What follows belongs to an exercise in optimizing a design on an open flow for small area, a short achievable clock period and few clock cycles per item; a production flow would make more cautious choices. Where RTL was checked, it was by simulation tests only, not by an equivalence proof against the original. Only the layout flow was run in run 3; the RTL was not checked for function there.

`flow/design.v`:
```
module pd_in #(
    parameter S  = 17,
    parameter ND = 4,
    parameter W  = 2
) (
    input  wire [2:0]  op,
    input  wire [63:0] s,
    input  wire [63:0] u,
    input  wire [4:0]  smap,
    output wire        sa,         
    output wire        sb,         
    output wire        es,         
    output wire        dx,
    output reg  [14:0] g,          
    output reg  [14:0] p,          
    output wire [59:0] m,          
    output reg  [59:0] sc,         
    output reg  [63:0] ab,         
    output reg  [W-1:0] top,       
    output wire        gt,         
    output wire        eq,         
    output wire        z           
);
    integer i;
    function sign_minus(input [3:0] c, input [4:0] mp);
        case (c)
            4'hA: sign_minus = mp[0];
            4'hB: sign_minus = mp[1];
            4'hC: sign_minus = mp[2];
            4'hD: sign_minus = mp[3];
            4'hE: sign_minus = mp[4];
            default: sign_minus = 1'b0;
        endcase
    endfunction
    assign sa = sign_minus(s[3:0], smap);
    assign sb = sign_minus(u[3:0], smap) ^ (op != 3'd0);
    assign es = sa ^ sb;
    reg s_bad, u_bad;
    always @* begin
        s_bad = (s[3:0] < 4'hA);
        u_bad = (u[3:0] < 4'hA);
        for (i = 1; i < 16; i = i + 1) begin
            if (s[4*i +: 4] > 4'd9) s_bad = 1'b1;
            if (u[4*i +: 4] > 4'd9) u_bad = 1'b1;
        end
    end
    wire two = (op == 3'd0) || (op == 3'd1) || (op == 3'd2);
    assign dx = (op != 3'd4) && (s_bad || (two && u_bad));
    wire [14:0] g0, p0;             
    genvar gd;
    generate
        for (gd = 0; gd < 5; gd = gd + 1) begin : g_dig
            pd_dig3 u_dig (
                .op(op), .sc_s(s[3:0]), .sc_u(u[3:0]), .smap(smap),
                .a(s[12*gd+4 +: 12]), .b(u[12*gd+4 +: 12]),
                .g(g0[3*gd +: 3]), .p(p0[3*gd +: 3]), .m(m[12*gd +: 12])
            );
        end
    endgenerate
    reg [3:0] da;
    always @* begin
        for (i = 0; i < 15; i = i + 1) begin
            da = s[4*i+4 +: 4];
            sc[4*i +: 4] = {da[0], da[2] ^ da[3], da[1] ^ da[3], ~da[3]};
        end
        for (i = 0; i < 15; i = i + 1) begin
            g[i] = (i == 0) ? g0[0] : (g0[i] | (p0[i] & g0[i-1]));
            p[i] = (i == 0) ? p0[0] : (p0[i] & p0[i-1]);
        end
    end
    assign gt = (s[63:4] > u[63:4]);
    assign eq = (s[63:4] == u[63:4]);
    assign z  = ((s[63:4] | u[63:4]) == 60'd0);
    reg [63:0] lo1;                 
    integer sh;
    always @* begin
        lo1 = {s[62:0], 1'b0};
        for (sh = 1; sh < 64; sh = sh * 2)
            for (i = 0; i < 64; i = i + 1)
                if ((i & sh) != 0)
                    lo1[i] = lo1[i] | lo1[(i & ~(sh - 1) & ~sh) + sh - 1];
        ab = s ^ ({64{s[63]}} & lo1);
    end
    reg [ND-1:0] nz;
    integer j;
    always @* begin
        nz = {ND{1'b0}};
        for (i = 0; i < 64; i = i + 1)
            nz[i / S] = nz[i / S] | ab[i];
        top = {W{1'b0}};
        for (j = 1; j < ND; j = j + 1)
            if (nz[j]) top = j;
    end
endmodule
module pd_out (
    input  wire [14:0] g,
    input  wire [14:0] p,
    input  wire        es,
    input  wire        gt,         
    input  wire        eq,         
    input  wire        z,          
    input  wire        sa,
    input  wire        sb,
    input  wire        cmp,
    input  wire [2:0]  rel,
    input  wire [3:0]  oplus,
    input  wire [3:0]  ominus,
    input  wire        multi,      
    input  wire        fe,         
    input  wire [63:0] acc,
    input  wire        acc_ovf,
    output wire [63:0] result,
    output wire        ovf
);
    integer i, l;
    reg [14:0] G [0:4];
    reg [14:0] P [0:4];
    always @* begin
        G[1] = g;
        P[1] = p;
        G[0] = 15'd0;
        P[0] = 15'd0;
        for (l = 1; l < 4; l = l + 1) begin
            for (i = 0; i < 15; i = i + 1) begin
                if (i >= (1 << l)) begin
                    G[l+1][i] = G[l][i] | (P[l][i] & G[l][i - (1 << l)]);
                    P[l+1][i] = P[l][i] & P[l][i - (1 << l)];
                end else begin
                    G[l+1][i] = G[l][i];
                    P[l+1][i] = P[l][i];
                end
            end
        end
    end
    wire gall = G[4][14];               
    wire cin  = es & gt;                
    wire comp = es & !gt;               
    reg [59:0] dig;
    reg        c;
    reg [3:0]  d0, d1;
    always @* begin
        for (i = 0; i < 15; i = i + 1) begin
            c  = (i == 0) ? cin : (G[4][i-1] | (P[4][i-1] & cin));
            c  = c & fe;
            d0 = acc[4*i+4 +: 4];
            d1 = (d0 == 4'd9) ? 4'd0 : d0 + 4'd1;
            case ({comp & fe, c})
                2'b00: dig[4*i +: 4] = d0;
                2'b01: dig[4*i +: 4] = d1;
                2'b10: dig[4*i +: 4] = 4'd9 - d0;
                default: dig[4*i +: 4] = 4'd9 - d1;
            endcase
        end
    end
    wire zero = es ? eq : z;
    wire neg  = !zero && (comp ? sb : sa);
    reg rt;
    always @* begin
        case (rel)
            3'd0: rt = zero;
            3'd1: rt = !zero;
            3'd2: rt = neg;
            3'd3: rt = neg || zero;
            3'd4: rt = !neg && !zero;
            3'd5: rt = !neg;
            default: rt = 1'b0;
        endcase
    end
    wire        f_ovf = !cmp && !es && gall;
    assign result[63:4] = dig;
    assign result[3:0]  = multi ? acc[3:0] : cmp ? {3'd0, rt} : (neg ? ominus : oplus);
    assign ovf    = multi ? acc_ovf : f_ovf;
endmodule
module pd_dig3 (
    input  wire [2:0]  op,
    input  wire [3:0]  sc_s,       
    input  wire [3:0]  sc_u,       
    input  wire [4:0]  smap,
    input  wire [11:0] a,
    input  wire [11:0] b,
    output reg  [2:0]  g,
    output reg  [2:0]  p,
    output reg  [11:0] m
);
    function sign_minus(input [3:0] c, input [4:0] mp);
        case (c)
            4'hA: sign_minus = mp[0];
            4'hB: sign_minus = mp[1];
            4'hC: sign_minus = mp[2];
            4'hD: sign_minus = mp[3];
            4'hE: sign_minus = mp[4];
            default: sign_minus = 1'b0;
        endcase
    endfunction
    wire es = sign_minus(sc_s, smap) ^ sign_minus(sc_u, smap) ^ (op != 3'd0);
    integer i;
    reg [3:0] da, db, nb;
    reg [4:0] t;
    always @* begin
        for (i = 0; i < 3; i = i + 1) begin
            da = a[4*i +: 4];
            db = b[4*i +: 4];
            nb = es ? {~(db[3] | db[2] | db[1]), db[2] ^ db[1], db[1], ~db[0]} : db;
            t  = {1'b0, da} + {1'b0, nb};
            g[i] = (t >= 5'd10);
            p[i] = (t == 5'd9);
            m[4*i +: 4] = g[i] ? (t[3:0] - 4'd10) : t[3:0];
        end
    end
endmodule
module pdec_unit (
    input  wire        clk,
    input  wire        rst,        
    input  wire        start,      
    input  wire [2:0]  op,
    input  wire [2:0]  rel,        
    input  wire [63:0] s,
    input  wire [63:0] u,
    input  wire [4:0]  smap,       
    input  wire [3:0]  oplus,      
    input  wire [3:0]  ominus,     
    output wire        ready,
    output reg         done,       
    output wire [63:0] result,
    output wire        dx,         
    output wire        ovf         
);
    localparam integer S  = 17;                  
    localparam integer ND = (64 + S - 1) / S;    
    localparam integer NB = (50 + S - 1) / S;    
    localparam integer W  = (ND > 4 || NB > 4) ? 3 : 2;
    wire        in_sa, in_sb, in_es, in_dx, in_gt, in_eq, in_z;
    wire [14:0] in_g, in_p;
    wire [59:0] in_m, in_sc;
    wire [W-1:0] in_top;
    wire [63:0]  in_ab;
    pd_in #(.S(S), .ND(ND), .W(W)) u_in (
        .op(op), .s(s), .u(u), .smap(smap),
        .sa(in_sa), .sb(in_sb), .es(in_es), .dx(in_dx),
        .g(in_g), .p(in_p), .m(in_m), .sc(in_sc), .ab(in_ab), .top(in_top),
        .gt(in_gt), .eq(in_eq), .z(in_z)
    );
    wire in_fast = !(op == 3'd3 || op == 3'd4);
    reg        busy;
    assign ready = !busy;
    reg        r_sa, r_sb, r_es, r_cmp, r_gt, r_eq, r_z;
    reg [2:0]  r_rel;
    reg [63:0] r_s;                        
    reg [3:0]  r_oplus, r_ominus;
    reg        r_dx, r_multi, r_cvd, r_neg, r_fe;
    reg [W-1:0] cnt;
    reg [63:0] acc;
    reg        r_ovf;
    reg        seen;                       
    pd_out u_out (
        .g(r_s[33:19]), .p(r_s[18:4]), .es(r_es), .gt(r_gt), .eq(r_eq), .z(r_z), .sa(r_sa), .sb(r_sb),
        .cmp(r_cmp), .rel(r_rel), .oplus(r_oplus), .ominus(r_ominus),
        .multi(r_multi), .fe(r_fe), .acc(acc), .acc_ovf(r_ovf),
        .result(result), .ovf(ovf)
    );
    assign dx = r_dx;
    wire [S*ND-1:0] x = {{(S*ND-64){1'b0}}, r_s};
    wire [S-1:0] chunk = x[S*cnt +: S];
    wire cvd_ovf = (r_s >= 64'd1000000000000000);
    reg [59:0] dbl, dn;
    reg [2:0]  e2;
    reg        c;
    integer    i2, k2;
    always @* begin
        dbl = acc[63:4];
        for (k2 = S - 1; k2 >= 0; k2 = k2 - 1) begin
            for (i2 = 0; i2 < 15; i2 = i2 + 1) begin
                e2 = dbl[4*i2 +: 3];
                c = (i2 == 0) ? chunk[k2] : dbl[4*i2 - 1];
                dn[4*i2 + 3] = (e2[1] & c) | (e2[0] & e2[1]);
                dn[4*i2 + 0] = e2[2] | (e2[1] & ~c) | (~e2[1] & c);
                dn[4*i2 + 1] = e2[2] | (e2[0] & ~e2[1]) | (~e2[0] & e2[1] & ~c) | (e2[0] & c);
                dn[4*i2 + 2] = (e2[2] & c) | (~e2[0] & e2[1] & ~c);
            end
            dbl = dn;
        end
    end
    reg [59:0] fin;
    integer    i3;
    always @* begin
        for (i3 = 0; i3 < 15; i3 = i3 + 1) begin
            case (dbl[4*i3 +: 3])
                3'b000: fin[4*i3 +: 4] = dbl[4*i3+3] ? 4'd5 : 4'd0;
                3'b001: fin[4*i3 +: 4] = dbl[4*i3+3] ? 4'd6 : 4'd1;
                3'b010: fin[4*i3 +: 4] = dbl[4*i3+3] ? 4'd7 : 4'd2;
                3'b011: fin[4*i3 +: 4] = dbl[4*i3+3] ? 4'd8 : 4'd3;
                default: fin[4*i3 +: 4] = dbl[4*i3+3] ? 4'd9 : 4'd4;
            endcase
        end
    end
    reg [59:0]  hlv, hn;
    reg [S-1:0] nbits;
    reg         sn, f;
    reg [2:0]   e4;
    integer     i4, k4;
    always @* begin
        hlv = r_s[63:4];
        sn  = seen;
        for (k4 = 0; k4 < S; k4 = k4 + 1) begin
            nbits[k4] = hlv[3] ^ (r_neg & sn);
            sn = sn | hlv[3];
            for (i4 = 0; i4 < 15; i4 = i4 + 1) begin
                e4 = hlv[4*i4 +: 3];
                f = (i4 == 14) ? 1'b0 : hlv[4*i4 + 7];
                hn[4*i4 + 3] = (~e4[0] & f) | (~e4[1] & f) | (e4[0] & e4[1] & ~f);
                hn[4*i4 + 0] = ~f | ~e4[2] | ~e4[1];
                hn[4*i4 + 1] = (e4[1] & f) | (e4[0] & e4[2]);
                hn[4*i4 + 2] = ~e4[0] | f;
            end
            hlv = hn;
        end
    end
    localparam integer K = (S >= 20) ? 6 : (S >= 17) ? 5 : (S >= 14) ? 4 : (S >= 10) ? 3 : (S >= 7) ? 2 : 1;
    wire rest0 = (r_s[63:4*K+4] == {(15-K){4'b0001}});
    wire cvb_last = (cnt == NB - 1) || rest0;
    wire fill     = r_neg & sn;
    wire last = r_cvd ? (cnt == 0) : cvb_last;
    integer b;
    always @(posedge clk) begin
        r_sa  <= in_sa;
        r_sb  <= in_sb;
        r_es  <= in_es;
        r_gt  <= in_gt;
        r_eq  <= in_eq;
        r_z   <= in_z;
        r_cmp <= (op == 3'd2);
        r_rel <= rel;
        if (rst) begin
            busy <= 1'b0;
            done <= 1'b0;
        end else if (!busy) begin
            busy <= start && (op == 3'd3 || op == 3'd4);
            done <= start && !(op == 3'd3 || op == 3'd4);
        end else begin
            busy <= !last;
            done <= last;
        end
        if (!busy) begin
            r_s      <= (op == 3'd4) ? in_ab : {in_sc[59:30], in_fast ? {in_g, in_p} : in_sc[29:0], s[3:0]};
            r_oplus  <= oplus;
            r_ominus <= ominus;
            r_dx     <= in_dx;
            r_multi  <= (op == 3'd3 || op == 3'd4);
            r_cvd    <= (op == 3'd4);
            r_neg    <= (op == 3'd4) ? s[63] : in_sa;
            cnt      <= (op == 3'd4) ? in_top : {W{1'b0}};
            r_fe     <= in_fast && (op != 3'd2);
            acc      <= {(op == 3'd4 || op == 3'd2) ? 60'd0 : in_m, 4'd0};
            r_ovf    <= 1'b0;
            seen     <= 1'b0;
        end else if (r_cvd) begin
            cnt   <= cnt - 1'b1;
            r_ovf <= cvd_ovf;
            if (cnt == 0)
                acc <= {fin, r_neg ? r_ominus : r_oplus};
            else
                acc[63:4] <= dbl;
        end else begin
            cnt  <= cnt + 1'b1;
            seen <= sn;
            r_s[63:4] <= hlv;
            for (b = 0; b < 64; b = b + 1) begin
                if (b / S == cnt)
                    acc[b] <= nbits[b % S];
                else if (b / S > cnt && cvb_last)
                    acc[b] <= fill;
            end
        end
    end
endmodule
```
`flow/flow/run.sh`:
```
#!/bin/bash
# Own layout flow: the standard layout (standard.sh) with three resizer
# settings changed, nothing else:
#  - repair_timing is asked to leave a setup margin (flow/margin.txt), so it
#    sizes the paths for a short period instead of stopping at the 30 ns clock;
#  - gates may be resized across cell footprints;
#  - the port buffers are buf_2 cells instead of the delay cell buffer_ports
#    picks by default (every input and output port still gets a buffer).
# The clock, the SDC and every other step are the standard flow's. All tool output goes
# to flow_make.log in this folder.
set -euo pipefail
MARGIN=$(cat flow/margin.txt)
bash standard.sh SETUP_SLACK_MARGIN="$MARGIN" MATCH_CELL_FOOTPRINT=0 \
    BUFFER_PORTS_ARGS="-buffer_cell sky130_fd_sc_hd__buf_2" finish > flow_make.log 2>&1
```
`flow/flow/margin.txt`:
```
21.3
```
`flow/standard.sh`:
```
#!/bin/bash
# synth_recipe.tcl (not shown) runs the flow's synth.tcl, then flattens the netlist and writes it again
# the make line also repeats each setting of config.mk as NAME=value (left out here)
make -C /OpenROAD-flow-scripts/flow DESIGN_CONFIG=/design/flow/config.mk WORK_HOME=/design/flow/orfs CLKGATE_MAP_FILE= SYNTH_SCRIPT=/design/flow/synth_recipe.tcl "${@:-finish}"
```
`flow/config.mk`:
```
export PLATFORM = sky130hd
export DESIGN_NAME = pdec_unit
export DESIGN_NICKNAME = pdec_unit
export VERILOG_FILES = /design/flow/design.v
export SDC_FILE = /design/flow/constraint.sdc
export NUM_CORES = 4
export LEC_CHECK = 0
export ABC_AREA = 1
export CAP_MARGIN = 20
export CORE_MARGIN = 2
export CORE_UTILIZATION = 60
export PLACE_DENSITY = 0.75
export SLEW_MARGIN = 20
export SYNTH_HIERARCHICAL = 1
```
`flow/constraint.sdc`:
```
create_clock -name core_clock -period 30.0 [get_ports {clk}]
set_input_delay 6.0000 -clock core_clock [delete_from_list [all_inputs] [get_ports {clk}]]
set_output_delay 6.0000 -clock core_clock [all_outputs]
set_load 0.01 [all_outputs]
```
==> flow_summary.json, run 1 <==
{
  "run_status": "finished with violations",
  "fail_reasons": "max-capacitance violations, max-slew violations",
  "route.met2.wl_um": 75300,
  "die_height_um": 281,
  "number_of_max_slew_violations_in_the_final_report": 4,
  "worstSkewPairLatency_ps": 520,
  "maximum_number_of_pins_on_one_net_before_global_route_repair": 93,
  "detailedPlace.worstSlack_ps": 20240,
  "fmaxAchievable_mhz": 115,
  "antenna_violations_before_repair": 7,
  "timing.critical_path.required_ps": 30210,
  "cts_hold_repair.buffers": 0,
  "die_area_um2": 78900,
  "worstPathCellList": "buf_6 > nor3_4 > inv_1 > nand2_4 > nand3_4 > buf_4 > nand3_1 > nand2_1 > ha_1 > a21oi_1 > nand3b_1 > nand2_2 > o21ai_2 > inv_1 > nand2_2 > nand2_1 > nand2_1 > a22oi_1 > o311ai_1",
  "netlist_area_um2": 46000,
  "drt-vias-per-instance": 5.96,
  "clockRootBuffer": "clkbuf_16",
  "drt-pass1-iter-count": 7,
  "dr.first_iter.drc_count": 6407,
  "period_minus_slack_ps": 8690,
  "synth-async-reset-ratio": 0,
  "row_count": 101,
  "layout.nets": 8940,
  "final-setup-viol-count": 0,
  "synth_top_cell_by_area": "nand2_1",
  "min_to": "r_ovf",
  "synth-warning-count": 12,
  "min_delay_path_depth": 1,
  "drive_gt1_frac": 0.114,
  "top_layer_used": "met5",
  "track_usage": 0.425,
  "worst_path_largest_cell_delay_ps": 370,
  "synth.yosys.seq_area_share": 0.0982,
  "detail_route.drc_violations": 0,
  "postSynthCellCount": 8277,
  "critical_path.endpoint_type": "flop",
  "met3_wirelength_um": 19300,
  "ctsLongestPathBuffers": 2,
  "clock-skew-final_ps": 20.4,
  "syn-num-nets": 8730,
  "crit_path_max_fanout": 10,
  "r2r_cells": 37,
  "worst_hold_startpoint": "r_ovf",
  "detailed_place_hpwl_um": 144000,
  "setup.worst_path.start_class": "input pin",
  "max-slew-margin-rel": -0.0308,
  "finalSetupTns_ps": 0,
  "min_period_over_period": 0.290,
  "first_global_vias": 49200,
  "setup_ws_ps": 21310,
  "io_buffer_count": 217,
  "clk_transition_reported_paths_ps": 70,
  "clock_sinks": 157,
  "utilization": 0.661,
  "antenna_violating_nets_post_route": 0,
  "timing.critical_path.slowest_stage_cell": "ha_1",
  "tritoncts.num_buffers": 17,
  "synth_top_cell_area_share": 0.195,
  "wirelength_um": 177000,
  "design.portCount": 218,
  "holdCritPathClass": "reg2reg",
  "synth-edff-count": 137,
  "core_um2": 75900,
  "grt_pass1_wl_um": 262000,
  "post_synth_main_area_contributors": "nand2_1, inv_1, nand3_1, edfxtp_1, ha_1",
  "cts_tree": "built",
  "crit_type": "in2reg",
  "chipWidth_um": 281,
  "cp.arrival_ps": 8910,
  "max_cap_viol_count": 1,
  "worst_slew_pin_slew_ps": 1530,
  "wl_met1_um": 66300,
  "finalWeightedCongestion": 1.12,
  "dominantRegCellSynth": "edfxtp_1",
  "r2r_end": "acc[13]",
  "initial_utilization": 0.605,
  "wl_per_cell_um": 18.6,
  "rsz_0062_raised_after_global_routing": "true",
  "regToRegStartpoint": "r_s[20]",
  "ctsHtreeMaxLevel": 4,
  "overflow": 0,
  "cp_common_cell": "nand2_1",
  "ys_ff_latch": 157,
  "synth.distinct_cells": 79,
  "via_total_after_detailed_routing": 56800,
  "area_delta_synth_final_pct": 9.25,
  "regToRegSetupSlack_ps": 21880,
  "avgSynthCellArea_um2": 5.56,
  "finalHoldViolCount": 0
}
[Yosys stat by module (local to each module, per instance), excerpt]
module,flops+latches,area (um^2)
pd_dig3,0,1060
pd_out,0,4080
pdec_unit,157,30400
[critical path: cells and delay by family]
kind                     cells  cell delay (ps)
adder cells (fa/ha/maj)      1              370
AND/OR/NAND/NOR             10             1260
buffers and inverters        4              570
AO/OA/AOI/OAI                4              680
[flip-flops by register name, indices dropped and copies added, names as in the netlist, 2 cells and up]
| register | flops |
|---|---|
| r_oplus | 4 |
| r_s | 64 |
| r_rel | 3 |
| cnt | 2 |
| acc | 64 |
| r_ominus | 4 |
[how the worst max path moves through the flow]
| stage | startpoint | to | cells past startpoint |
|---|---|---|---|
| final | op[1] | acc[37] | 19 |
| after global routing | s[0] | r_s[31] | 25 |
| after CTS | smap[3] | acc[45] | 23 |
| after detailed placement | s[0] | acc[13] | 23 |
| after global placement | s[0] | acc[13] | 23 |
| after floorplan | s[0] | r_s[32] | 24 |
[placed cells by master (no fill, tap or decap), types with 95 or more instances in the layout]
master	netlist	final
o21ai_0	451	443
edfxtp_1	137	137
ha_1	288	259
nor2_1	901	897
nand3_1	901	890
inv_1	1218	1184
inv_2	71	95
a21oi_1	145	140
o21ai_1	278	275
buf_2	18	202
nand2_1	2388	2356
nand4_1	219	219
xor2_1	153	138
[per-layer routing]
layer,GRT usage,vias up
met5,0,-
met4,0.327,4
met3,0.0893,796
met2,0.670,2971
met1,0.504,25500
li1,-,27600
[synthesized netlist by cell type, types with 84 or more instances]
| cell | n |
|---|---|
| nand2_1 | 2388 |
| inv_1 | 1218 |
| nand3_1 | 901 |
| nor2_1 | 901 |
| o21ai_0 | 451 |
| ha_1 | 288 |
| o21ai_1 | 278 |
| nand4_1 | 219 |
| xor2_1 | 153 |
| a21oi_1 | 145 |
| edfxtp_1 | 137 |
| xnor2_1 | 84 |
[cell type report]
cell class | instances | area [um^2]
clock inverters | 15 | 149
repair buffers | 313 | 2040
fillers | 7348 | 25700
clock buffers | 17 | 425
well taps | 1030 | 1290
diodes | 10 | 25.0
inverters | 1292 | 4880
flip-flops and latches | 157 | 4520
multi-input cells | 6706 | 36900
[logic make-up (layout without fill, tap and decap cells)]
family / count (synthesis) / after routing / synth area share
and+or+nand+nor: 4819 / 4823 / 0.462
adders and majority gates: 303 / 303 / 0.0849
other: 0 / 10 / 0
buffers and inverters: 1418 / 1637 / 0.121
DFF: 157 / 157 / 0.0982
xor gates and xnor gates: 293 / 293 / 0.0679
AOI/OAI and AO/OA: 1287 / 1287 / 0.166
[through the flow]
| step | std cells | cell area [um^2] | hold WS [ps] |
|---|---|---|---|
| 6_report | 9540 | 50200 | 503 |
| 2_1_floorplan | 8277 | 46000 | 450 |
| 3_3_place_gp | 9423 | 47900 | 464 |
| 4_1_cts | 9477 | 48800 | 495 |
| 3_5_place_dp | 9423 | 47900 | 474 |
| 5_1_grt | 9535 | 50200 | 523 |
[what timing repair did]
| action | in CTS | in global routing |
|---|---|---|
| endpoints found under the setup margin | 125 | 98 |
| gates resized for setup | 67 | 248 |
| gates cloned | 1 | 6 |
| pin swaps | 37 | 95 |
| setup buffers | 21 | 47 |
Testbench counts, summed over its fixed seeds: cycles 15,174, ops 8,000.
==> run 2, diff against run 1 <==
--- a/flow/config.mk
+++ b/flow/config.mk
@@ -8,3 +8,3 @@
 export ABC_AREA = 1
-export CAP_MARGIN = 20
+export CAP_MARGIN = 40
 export CORE_MARGIN = 2
@@ -12,3 +12,3 @@
 export PLACE_DENSITY = 0.75
-export SLEW_MARGIN = 20
+export SLEW_MARGIN = 40
 export SYNTH_HIERARCHICAL = 1
==> run 2 against run 1 <==
Net effect:
- the run now finishes clean
- die area stayed put
- sequential share of layout area barely moved
- routed wire length is 0.58% higher
- critical path depth increased by 5
- flip-flop and latch count did not move
- global-route usage increased by 0.064 points
- critical path type unchanged
==> flow_summary.json, run 2 <==
{
  "dr.first_iter.drc_count": 6378,
  "min_period_over_period": 0.294,
  "synth_top_cell_by_area": "nand2_1",
  "cts_hold_repair.buffers": 0,
  "via_total_after_detailed_routing": 56800,
  "clock_sinks": 157,
  "drt-vias-per-instance": 5.95,
  "regToRegSetupSlack_ps": 21790,
  "syn-num-nets": 8730,
  "design.portCount": 218,
  "worst_path_largest_cell_delay_ps": 380,
  "number_of_max_slew_violations_in_the_final_report": 0,
  "wirelength_um": 178000,
  "utilization": 0.664,
  "min_to": "r_ovf",
  "r2r_cells": 37,
  "antenna_violations_before_repair": 7,
  "clockRootBuffer": "clkbuf_16",
  "row_count": 101,
  "worst_hold_startpoint": "r_ovf",
  "fmaxAchievable_mhz": 113,
  "dominantRegCellSynth": "edfxtp_1",
  "dpl_cells": 9424,
  "synth.yosys.seq_area_share": 0.0982,
  "run_status": "timing/DRC/antenna clean",
  "postSynthCellCount": 8277,
  "overflow": 0,
  "die_height_um": 281,
  "crit_buf_inv": 4,
  "r2r_end": "acc[16]",
  "final_cell_count_no_fill": 9544,
  "min_delay_path_depth": 1,
  "detail_route.drc_violations": 0,
  "final_cell_mix": "nand2_1, inv_1, nor2_1",
  "final_common_cell": "nand2_1",
  "crit_path_max_fanout": 12,
  "cp.arrival_ps": 9030,
  "rsz_0062_raised_after_global_routing": "true",
  "critical_path.endpoint_type": "flop",
  "synth-edff-count": 137,
  "timing.critical_path.required_ps": 30220,
  "detailed_place_hpwl_um": 144000,
  "worst_slew_pin_slew_ps": 977,
  "core_um2": 75900,
  "chipWidth_um": 281,
  "tritoncts.num_buffers": 17,
  "track_usage": 0.425,
  "max-slew-margin-rel": 0.347,
  "crit_type": "in2reg",
  "avgSynthCellArea_um2": 5.56,
  "antenna_violating_nets_post_route": 0,
  "holdCritPathClass": "reg2reg",
  "crit_path_max_delay_family": "simple AND/OR/NAND/NOR gates",
  "drive_gt1_frac": 0.118,
  "netlist_area_um2": 46000,
  "layout_top_registers": "acc (64), r_s (64)",
  "synth.most_common_cell": "nand2_1",
  "synth-async-reset-ratio": 0,
  "timing.critical_path.slowest_stage_cell": "fa_2",
  "worstPathCellList": "buf_6 > nand3_1 > nand2_1 > inv_1 > nand2_2 > nand3_2 > nand2_4 > nand2_4 > nand2_8 > nand2_4 > nand2_2 > nand2_2 > ha_4 > fa_2 > xor2_1 > inv_1 > ha_2 > o21ai_1 > inv_1 > nand2_2 > nand2_2 > nand2_2 > a22oi_2 > o311ai_1",
  "grt_pass1_wl_um": 262000,
  "max_cap_viol_count": 0,
  "synth_top_cell_area_share": 0.195,
  "area_delta_synth_final_pct": 9.75,
  "synth-warning-count": 12,
  "final-setup-viol-count": 0,
  "setup.worst_path.start_class": "input pin",
  "io_buffer_count": 217,
  "layout.nets": 8948,
  "post_synth_main_area_contributors": "nand2_1, inv_1, nand3_1, edfxtp_1, ha_1",
  "first_global_vias": 48800,
  "finalWeightedCongestion": 1.12,
  "final_design_area_no_fill_um2": 50500,
  "regToRegStartpoint": "r_s[22]",
  "initial_utilization": 0.605,
  "period_minus_slack_ps": 8810,
  "ctsLongestPathBuffers": 2,
  "maximum_number_of_pins_on_one_net_before_global_route_repair": 93,
  "wl_per_cell_um": 18.7,
  "clock-skew-final_ps": 17.5,
  "ys_ff_latch": 157,
  "worstSkewPairLatency_ps": 510,
  "cp_common_cell": "nand2_2",
  "netlist_top_cells_count": "nand2_1, inv_1, nand3_1, nor2_1, o21ai_0",
  "drt-pass1-iter-count": 12,
  "finalHoldViolCount": 0,
  "placement.cell_area_um2": 47900,
  "cts_tree": "built",
  "synth.distinct_cells": 79,
  "clk_transition_reported_paths_ps": 70,
  "die_area_um2": 78900,
  "ctsHtreeMaxLevel": 4,
  "finalSetupTns_ps": 0
}
[run 2: cell counts after synthesis]
No cell type changed its count.
[run 2: repair_timing]
item	4_1_cts	5_1_grt
buffers inserted	18	56
setup endpoints to repair	125	122
resized for setup	72	265
cloned	0	7
pin swaps	39	108
[run 2: per-module statistics from Yosys, one instance, submodules excluded, excerpt]
module / cells / copies in the design / area (um^2)
pdec_unit: 5586 / 1 / 30400
pd_out: 754 / 1 / 4080
pd_dig3: 175 / 5 / 1060
[run 2: stage by stage]
step	setup slack, ps	hold slack, ps
floorplan	21330	450
CTS	21260	495
finish	21190	501
global placement	20300	464
detailed placement	20250	474
global route	21060	523
[run 2: cell families (layout without fill, tap and decap cells)]
kind of cell             after synthesis  count (layout)  synth area share
adder cells (fa/ha/maj)              303             303            0.0849
XOR/XNOR                             293             293            0.0679
other                                  0               6                 0
buffers and inverters               1418            1646             0.121
AO/OA/AOI/OAI                       1287            1287             0.166
flip-flops                           157             157            0.0982
AND/OR/NAND/NOR                     4819            4822             0.462
[run 2: how the worst max path moves through the flow]
stage	start	end	depth (start not counted)
floorplan	s[0]	r_s[32]	24
global placement	s[0]	acc[13]	23
detailed placement	s[0]	acc[41]	23
CTS	smap[3]	acc[41]	22
global route	smap[4]	acc[15]	22
finish	smap[4]	acc[13]	24
[run 2: final cells by class]
class | count | area [um^2]
Multi-Input combinational cell | 6705 | 37000
Fill cell | 7299 | 25500
Inverter | 1292 | 4880
Sequential cell | 157 | 4520
Timing Repair Buffer | 322 | 2140
Tap cell | 1030 | 1290
Clock buffer | 17 | 425
Clock inverter | 15 | 149
Antenna cell | 6 | 15.0
[run 2: per-layer routing]
| layer | track usage | part of all wire |
|---|---|---|
| met5 | 0 | 0.000084 |
| met2 | 0.678 | 0.43 |
| met4 | 0.296 | 0.086 |
| met1 | 0.511 | 0.38 |
| met3 | 0.0904 | 0.11 |
==> run 3, diff against run 2 <==
--- a/flow/design.v
+++ b/flow/design.v
@@ -15,3 +15,3 @@
     output reg  [14:0] p,          
-    output wire [59:0] m,          
+    output reg  [59:0] m,          
     output reg  [59:0] sc,         
@@ -48,14 +48,4 @@
     assign dx = (op != 3'd4) && (s_bad || (two && u_bad));
-    wire [14:0] g0, p0;             
-    genvar gd;
-    generate
-        for (gd = 0; gd < 5; gd = gd + 1) begin : g_dig
-            pd_dig3 u_dig (
-                .op(op), .sc_s(s[3:0]), .sc_u(u[3:0]), .smap(smap),
-                .a(s[12*gd+4 +: 12]), .b(u[12*gd+4 +: 12]),
-                .g(g0[3*gd +: 3]), .p(p0[3*gd +: 3]), .m(m[12*gd +: 12])
-            );
-        end
-    endgenerate
-    reg [3:0] da;
+    reg [3:0] da, db, nb;
+    reg [4:0] t;
     always @* begin
@@ -63,8 +53,10 @@
             da = s[4*i+4 +: 4];
+            db = u[4*i+4 +: 4];
+            nb = es ? {~(db[3] | db[2] | db[1]), db[2] ^ db[1], db[1], ~db[0]} : db;
+            t  = {1'b0, da} + {1'b0, nb};
+            g[i] = (t >= 5'd10);
+            p[i] = (t == 5'd9);
+            m[4*i +: 4] = t[3:0];
             sc[4*i +: 4] = {da[0], da[2] ^ da[3], da[1] ^ da[3], ~da[3]};
         end
-        for (i = 0; i < 15; i = i + 1) begin
-            g[i] = (i == 0) ? g0[0] : (g0[i] | (p0[i] & g0[i-1]));
-            p[i] = (i == 0) ? p0[0] : (p0[i] & p0[i-1]);
-        end
     end
@@ -78,5 +70,3 @@
         for (sh = 1; sh < 64; sh = sh * 2)
-            for (i = 0; i < 64; i = i + 1)
-                if ((i & sh) != 0)
-                    lo1[i] = lo1[i] | lo1[(i & ~(sh - 1) & ~sh) + sh - 1];
+            lo1 = lo1 | (lo1 << sh);
         ab = s ^ ({64{s[63]}} & lo1);
@@ -118,7 +108,5 @@
     always @* begin
-        G[1] = g;
-        P[1] = p;
-        G[0] = 15'd0;
-        P[0] = 15'd0;
-        for (l = 1; l < 4; l = l + 1) begin
+        G[0] = g;
+        P[0] = p;
+        for (l = 0; l < 4; l = l + 1) begin
             for (i = 0; i < 15; i = i + 1) begin
@@ -137,5 +125,42 @@
     wire comp = es & !gt;               
+    function [15:0] dtab(input [4:0] t);
+        case (t)
+            5'd0: dtab = {4'd8, 4'd9, 4'd1, 4'd0};
+            5'd1: dtab = {4'd7, 4'd8, 4'd2, 4'd1};
+            5'd2: dtab = {4'd6, 4'd7, 4'd3, 4'd2};
+            5'd3: dtab = {4'd5, 4'd6, 4'd4, 4'd3};
+            5'd4: dtab = {4'd4, 4'd5, 4'd5, 4'd4};
+            5'd5: dtab = {4'd3, 4'd4, 4'd6, 4'd5};
+            5'd6: dtab = {4'd2, 4'd3, 4'd7, 4'd6};
+            5'd7: dtab = {4'd1, 4'd2, 4'd8, 4'd7};
+            5'd8: dtab = {4'd0, 4'd1, 4'd9, 4'd8};
+            5'd9: dtab = {4'd9, 4'd0, 4'd0, 4'd9};
+            5'd10: dtab = {4'd9, 4'd15, 4'd0, 4'd10};
+            5'd11: dtab = {4'd9, 4'd14, 4'd0, 4'd11};
+            5'd12: dtab = {4'd9, 4'd13, 4'd0, 4'd12};
+            5'd13: dtab = {4'd9, 4'd12, 4'd0, 4'd13};
+            5'd14: dtab = {4'd9, 4'd11, 4'd0, 4'd14};
+            5'd15: dtab = {4'd9, 4'd10, 4'd0, 4'd15};
+            5'd16: dtab = {4'd2, 4'd3, 4'd7, 4'd6};
+            5'd17: dtab = {4'd1, 4'd2, 4'd8, 4'd7};
+            5'd18: dtab = {4'd0, 4'd1, 4'd9, 4'd8};
+            5'd19: dtab = {4'd9, 4'd0, 4'd0, 4'd9};
+            5'd20: dtab = {4'd9, 4'd15, 4'd0, 4'd10};
+            5'd21: dtab = {4'd9, 4'd14, 4'd0, 4'd11};
+            5'd22: dtab = {4'd9, 4'd13, 4'd0, 4'd12};
+            5'd23: dtab = {4'd9, 4'd12, 4'd0, 4'd13};
+            5'd24: dtab = {4'd9, 4'd11, 4'd0, 4'd14};
+            5'd25: dtab = {4'd9, 4'd10, 4'd0, 4'd15};
+            5'd26: dtab = {4'd8, 4'd9, 4'd1, 4'd0};
+            5'd27: dtab = {4'd7, 4'd8, 4'd2, 4'd1};
+            5'd28: dtab = {4'd6, 4'd7, 4'd3, 4'd2};
+            5'd29: dtab = {4'd5, 4'd6, 4'd4, 4'd3};
+            5'd30: dtab = {4'd4, 4'd5, 4'd5, 4'd4};
+            5'd31: dtab = {4'd3, 4'd4, 4'd6, 4'd5};
+            default: dtab = 16'd0;
+        endcase
+    endfunction
     reg [59:0] dig;
     reg        c;
-    reg [3:0]  d0, d1;
+    reg [15:0] dt;
     always @* begin
@@ -144,9 +169,8 @@
             c  = c & fe;
-            d0 = acc[4*i+4 +: 4];
-            d1 = (d0 == 4'd9) ? 4'd0 : d0 + 4'd1;
+            dt = dtab({g[i] & fe, acc[4*i+4 +: 4]});
             case ({comp & fe, c})
-                2'b00: dig[4*i +: 4] = d0;
-                2'b01: dig[4*i +: 4] = d1;
-                2'b10: dig[4*i +: 4] = 4'd9 - d0;
-                default: dig[4*i +: 4] = 4'd9 - d1;
+                2'b00: dig[4*i +: 4] = dt[3:0];
+                2'b01: dig[4*i +: 4] = dt[7:4];
+                2'b10: dig[4*i +: 4] = dt[11:8];
+                default: dig[4*i +: 4] = dt[15:12];
             endcase
@@ -173,39 +197,2 @@
 endmodule
-module pd_dig3 (
-    input  wire [2:0]  op,
-    input  wire [3:0]  sc_s,       
-    input  wire [3:0]  sc_u,       
-    input  wire [4:0]  smap,
-    input  wire [11:0] a,
-    input  wire [11:0] b,
-    output reg  [2:0]  g,
-    output reg  [2:0]  p,
-    output reg  [11:0] m
-);
-    function sign_minus(input [3:0] c, input [4:0] mp);
-        case (c)
-            4'hA: sign_minus = mp[0];
-            4'hB: sign_minus = mp[1];
-            4'hC: sign_minus = mp[2];
-            4'hD: sign_minus = mp[3];
-            4'hE: sign_minus = mp[4];
-            default: sign_minus = 1'b0;
-        endcase
-    endfunction
-    wire es = sign_minus(sc_s, smap) ^ sign_minus(sc_u, smap) ^ (op != 3'd0);
-    integer i;
-    reg [3:0] da, db, nb;
-    reg [4:0] t;
-    always @* begin
-        for (i = 0; i < 3; i = i + 1) begin
-            da = a[4*i +: 4];
-            db = b[4*i +: 4];
-            nb = es ? {~(db[3] | db[2] | db[1]), db[2] ^ db[1], db[1], ~db[0]} : db;
-            t  = {1'b0, da} + {1'b0, nb};
-            g[i] = (t >= 5'd10);
-            p[i] = (t == 5'd9);
-            m[4*i +: 4] = g[i] ? (t[3:0] - 4'd10) : t[3:0];
-        end
-    end
-endmodule
 module pdec_unit (
--- a/flow/config.mk
+++ b/flow/config.mk
@@ -8,3 +8,3 @@
 export ABC_AREA = 1
-export CAP_MARGIN = 40
+export CAP_MARGIN = 20
 export CORE_MARGIN = 2
@@ -12,3 +12,3 @@
 export PLACE_DENSITY = 0.75
-export SLEW_MARGIN = 40
+export SLEW_MARGIN = 20
 export SYNTH_HIERARCHICAL = 1
==> run 3 against run 2 <==
Net effect:
- worst setup slack improved by 55 ps
- clock skew rose by 1.2 ps
- cell count up 3.7%
- fmax is 0.63% higher
- global-route usage rose by 8.5 points
- routed wire length rose by 23%
- first-iteration DRC count is 26% higher
- area after synthesis increased by 3.2%
- register-to-register slack got worse by 170 ps
- sequential share of layout area is 0.091 points lower
- die area up 3.2%
- critical path type is now reg2out
==> flow_summary.json, run 3 <==
{
  "run_status": "timing/DRC/antenna clean",
  "fillers": 7504,
  "timing.critical_path.slowest_stage_cell": "edfxtp_1",
  "initial_utilization": 0.604,
  "synth.most_common_cell": "nand2_1",
  "setup.worst_path.start_class": "flop",
  "final-setup-viol-count": 0,
  "grt_pass1_wl_um": 317000,
  "ctsLongestPathBuffers": 2,
  "synth-async-reset-ratio": 0,
  "dominant_combinational_cell_family_by_area_after_synthesis": "simple AND/OR/NAND/NOR gates",
  "rsz_0062_raised_after_global_routing": "true",
  "worstPathCellList": "inv_1 > nand2_1 > a21oi_1 > nand2_1 > a21oi_2 > nor2_1 > o21ai_0 > nand2_1 > buf_2",
  "cp_common_cell": "nand2_1",
  "crit_path_max_fanout": 6,
  "netlist_top_cells_count": "nand2_1, inv_1, nor2_1, nand3_1, o21ai_0",
  "detailedPlace.worstSlack_ps": 20430,
  "clock-skew-final_ps": 18.7,
  "worst_path_largest_cell_delay_ps": 670,
  "synth_top_cell_by_area": "nand2_1",
  "number_of_max_slew_violations_in_the_final_report": 0,
  "synth-warning-count": 11,
  "layout.nets": 9320,
  "die_area_um2": 81400,
  "parity_gate_share_of_the_synthesized_area_counting_xor_and_xnor_cells": 0.0643,
  "setup_ws_ps": 21240,
  "antenna_violating_nets_post_route": 0,
  "clockRootBuffer": "clkbuf_16",
  "drt-vias-per-instance": 6.23,
  "period_minus_slack_ps": 8760,
  "detailed_place_hpwl_um": 178000,
  "cts_hold_repair.buffers": 0,
  "compound_cell_area_share_of_the_yosys_netlist": 0.187,
  "ctsHtreeMaxLevel": 4,
  "fmaxAchievable_mhz": 114,
  "worst_slew_pin_slew_ps": 1270,
  "synth_top_cell_area_share": 0.191,
  "worstSkewPairLatency_ps": 490,
  "die_height_um": 285,
  "cts_tree": "built",
  "post_synth_main_area_contributors": "nand2_1, inv_1, nand3_1, ha_1, edfxtp_1",
  "area_delta_synth_final_pct": 7.43,
  "utilization": 0.649,
  "detail_route.drc_violations": 0,
  "crit_buf_inv": 2,
  "timing.critical_path.required_ps": 24000,
  "final_cell_mix": "nand2_1, inv_1, nor2_1",
  "clk_transition_reported_paths_ps": 80,
  "yosys-mux-area-fraction": 0,
  "min_delay_path_depth": 2,
  "tritoncts.num_buffers": 17,
  "core_um2": 78600,
  "max_cap_viol_count": 0,
  "wl_per_cell_um": 22.2,
  "cp.arrival_ps": 2760,
  "clock_sinks": 157,
  "max-slew-margin-rel": 0.153,
  "synth_adder_area_share": 0.0933,
  "finalHoldViolCount": 0,
  "row_count": 103,
  "design.portCount": 218,
  "cp.depth": 9,
  "chipWidth_um": 285,
  "holdCritPathClass": "reg2reg",
  "r2r_cells": 35,
  "track_usage": 0.510,
  "via_total_after_detailed_routing": 61700,
  "io_buffer_count": 217,
  "wirelength_um": 219000,
  "synth_simple_gate_area_frac": 0.438,
  "final_common_cell": "nand2_1",
  "crit_type": "reg2out",
  "antenna_violations_before_repair": 12,
  "crit_path_max_delay_family": "compound AO/OA/AOI/OAI gates",
  "synth.distinct_cells": 76,
  "finalWeightedCongestion": 1.20,
  "syn-num-nets": 9157,
  "drt-pass1-iter-count": 13,
  "timing.hold.ws_ps": 533,
  "maximum_number_of_pins_on_one_net_before_global_route_repair": 64,
  "drive_gt1_frac": 0.0842,
  "synth-edff-count": 137,
  "min_period_over_period": 0.292,
  "dominantRegCellSynth": "edfxtp_1",
  "layout_top_registers": "acc (64), r_s (64)",
  "postSynthCellCount": 8662,
  "synth.yosys.seq_area_share": 0.0951,
  "finalSetupTns_ps": 0,
  "overflow": 0,
  "first_global_vias": 54600,
  "ys_ff_latch": 157,
  "netlist_area_um2": 47500,
  "avgSynthCellArea_um2": 5.48,
  "critical_path.endpoint_type": "output port",
  "dr.first_iter.drc_count": 8046
}
run 3: cell count changes in the layout (fill, tap and decap cells not counted), sizes merged, moves of 25 or more:
cell / delta
a21oi: +58
ha: +42
nand3: -58
nor2: +185
nor3: -32
o211ai: +25
o21ai: +142
run 3: what timing repair did:
action / 4_1_cts / 5_1_grt
endpoints found under the setup margin: 93 / 82
cloned: 2 / 3
resized for setup: 21 / 86
pin swaps: 1 / 28
hold endpoints to repair: 0 / 0
buffers inserted: 16 / 46
run 3: path summary, 6_finish.rpt:
kind         slack, ps       to    start
max              21240      ovf  r_s[24]
min                530     seen     seen
max reg2reg      21620  acc[33]  r_s[32]
min reg2reg        530     seen     seen
run 3: layout make-up:
type	instances	area, um^2	area share
multi-input cells	7020	37600	0.737
inverters	1318	4970	0.0974
flip-flops and latches	157	4520	0.0886
repair buffers	311	1970	0.0387
well taps	1050	1310	0.0258
clock buffers	17	425	0.00834
clock inverters	15	188	0.00368
diodes	8	20.0	0.000393
run 3: logic make-up after synthesis:
group,count (synthesis)
AO/OA/AOI/OAI,1531
buffers and inverters,1485
XOR/XNOR,274
adder cells (fa/ha/maj),345
AND/OR/NAND/NOR,4870
flip-flops,157
run 3: tightest hold or removal path, cell delays in order, from the launching register on:
cell     delay (ps)
dfxtp_1         330
inv_1            70
o21ai_0          80
run 3: per-layer routing:
metal,vias up,global-route usage,share of wire
li1,28800,-,-
met1,27500,0.567,0.34
met2,4129,0.772,0.41
met3,1262,0.163,0.13
met4,8,0.475,0.12
met5,-,0.00174,0.00046
run 3: through the flow:
| stage | cell area [um^2] | instances |
|---|---|---|
| after global routing | 51000 | 9893 |
| after detailed placement | 49300 | 9789 |
| after floorplan | 47500 | 8662 |
| after global placement | 49300 | 9789 |
| final | 51000 | 9896 |
| after CTS | 50200 | 9839 |
run 3: Yosys stat by module (local to each module, per instance), a selection:
module     cells  times used
pdec_unit   5580           1
pd_out      1460           1

## separate check: timing with driven ports
How much do the figures lean on ideal ports? The routed layouts below were timed once more, with nothing changed but the port constraints.
Step 1 sets driving cells, clkbuf_16 on the clock port and buf_2 on the other inputs (assumed; they add their load-dependent delay and slew).
Step 2 adds t to the input delays and takes it off the output delays; t is the mean of the earliest and latest rising clock arrival at the registers after step 1. Input paths then give back, and output paths get back, about the clock's delay inside the block.
Three values: ideal ports, drivers, drivers and shift; two values: the first two.
| run | t (ns) | slack for setup (ns) | hold slack, ns | worst setup path after step 2 | worst register clock-pin slew, ns |
|---|---|---|---|---|---|
| run 1 | 0.571 | 21.307 / 21.247 / 20.677 | 0.503 / 0.503 / 0.503 | input to register | 0.08 / 0.08 |
| run 2 | 0.559 | 21.189 / 21.066 / 20.507 | 0.501 / 0.501 / 0.501 | input to register | 0.08 / 0.08 |
| run 3 | 0.538 | 21.244 / 21.182 / 20.818 | 0.533 / 0.533 / 0.533 | input to register | 0.08 / 0.08 |
The setup slack of run 2, which loses most, moves by -0.123 ns with the drivers and by -0.682 ns with both steps.
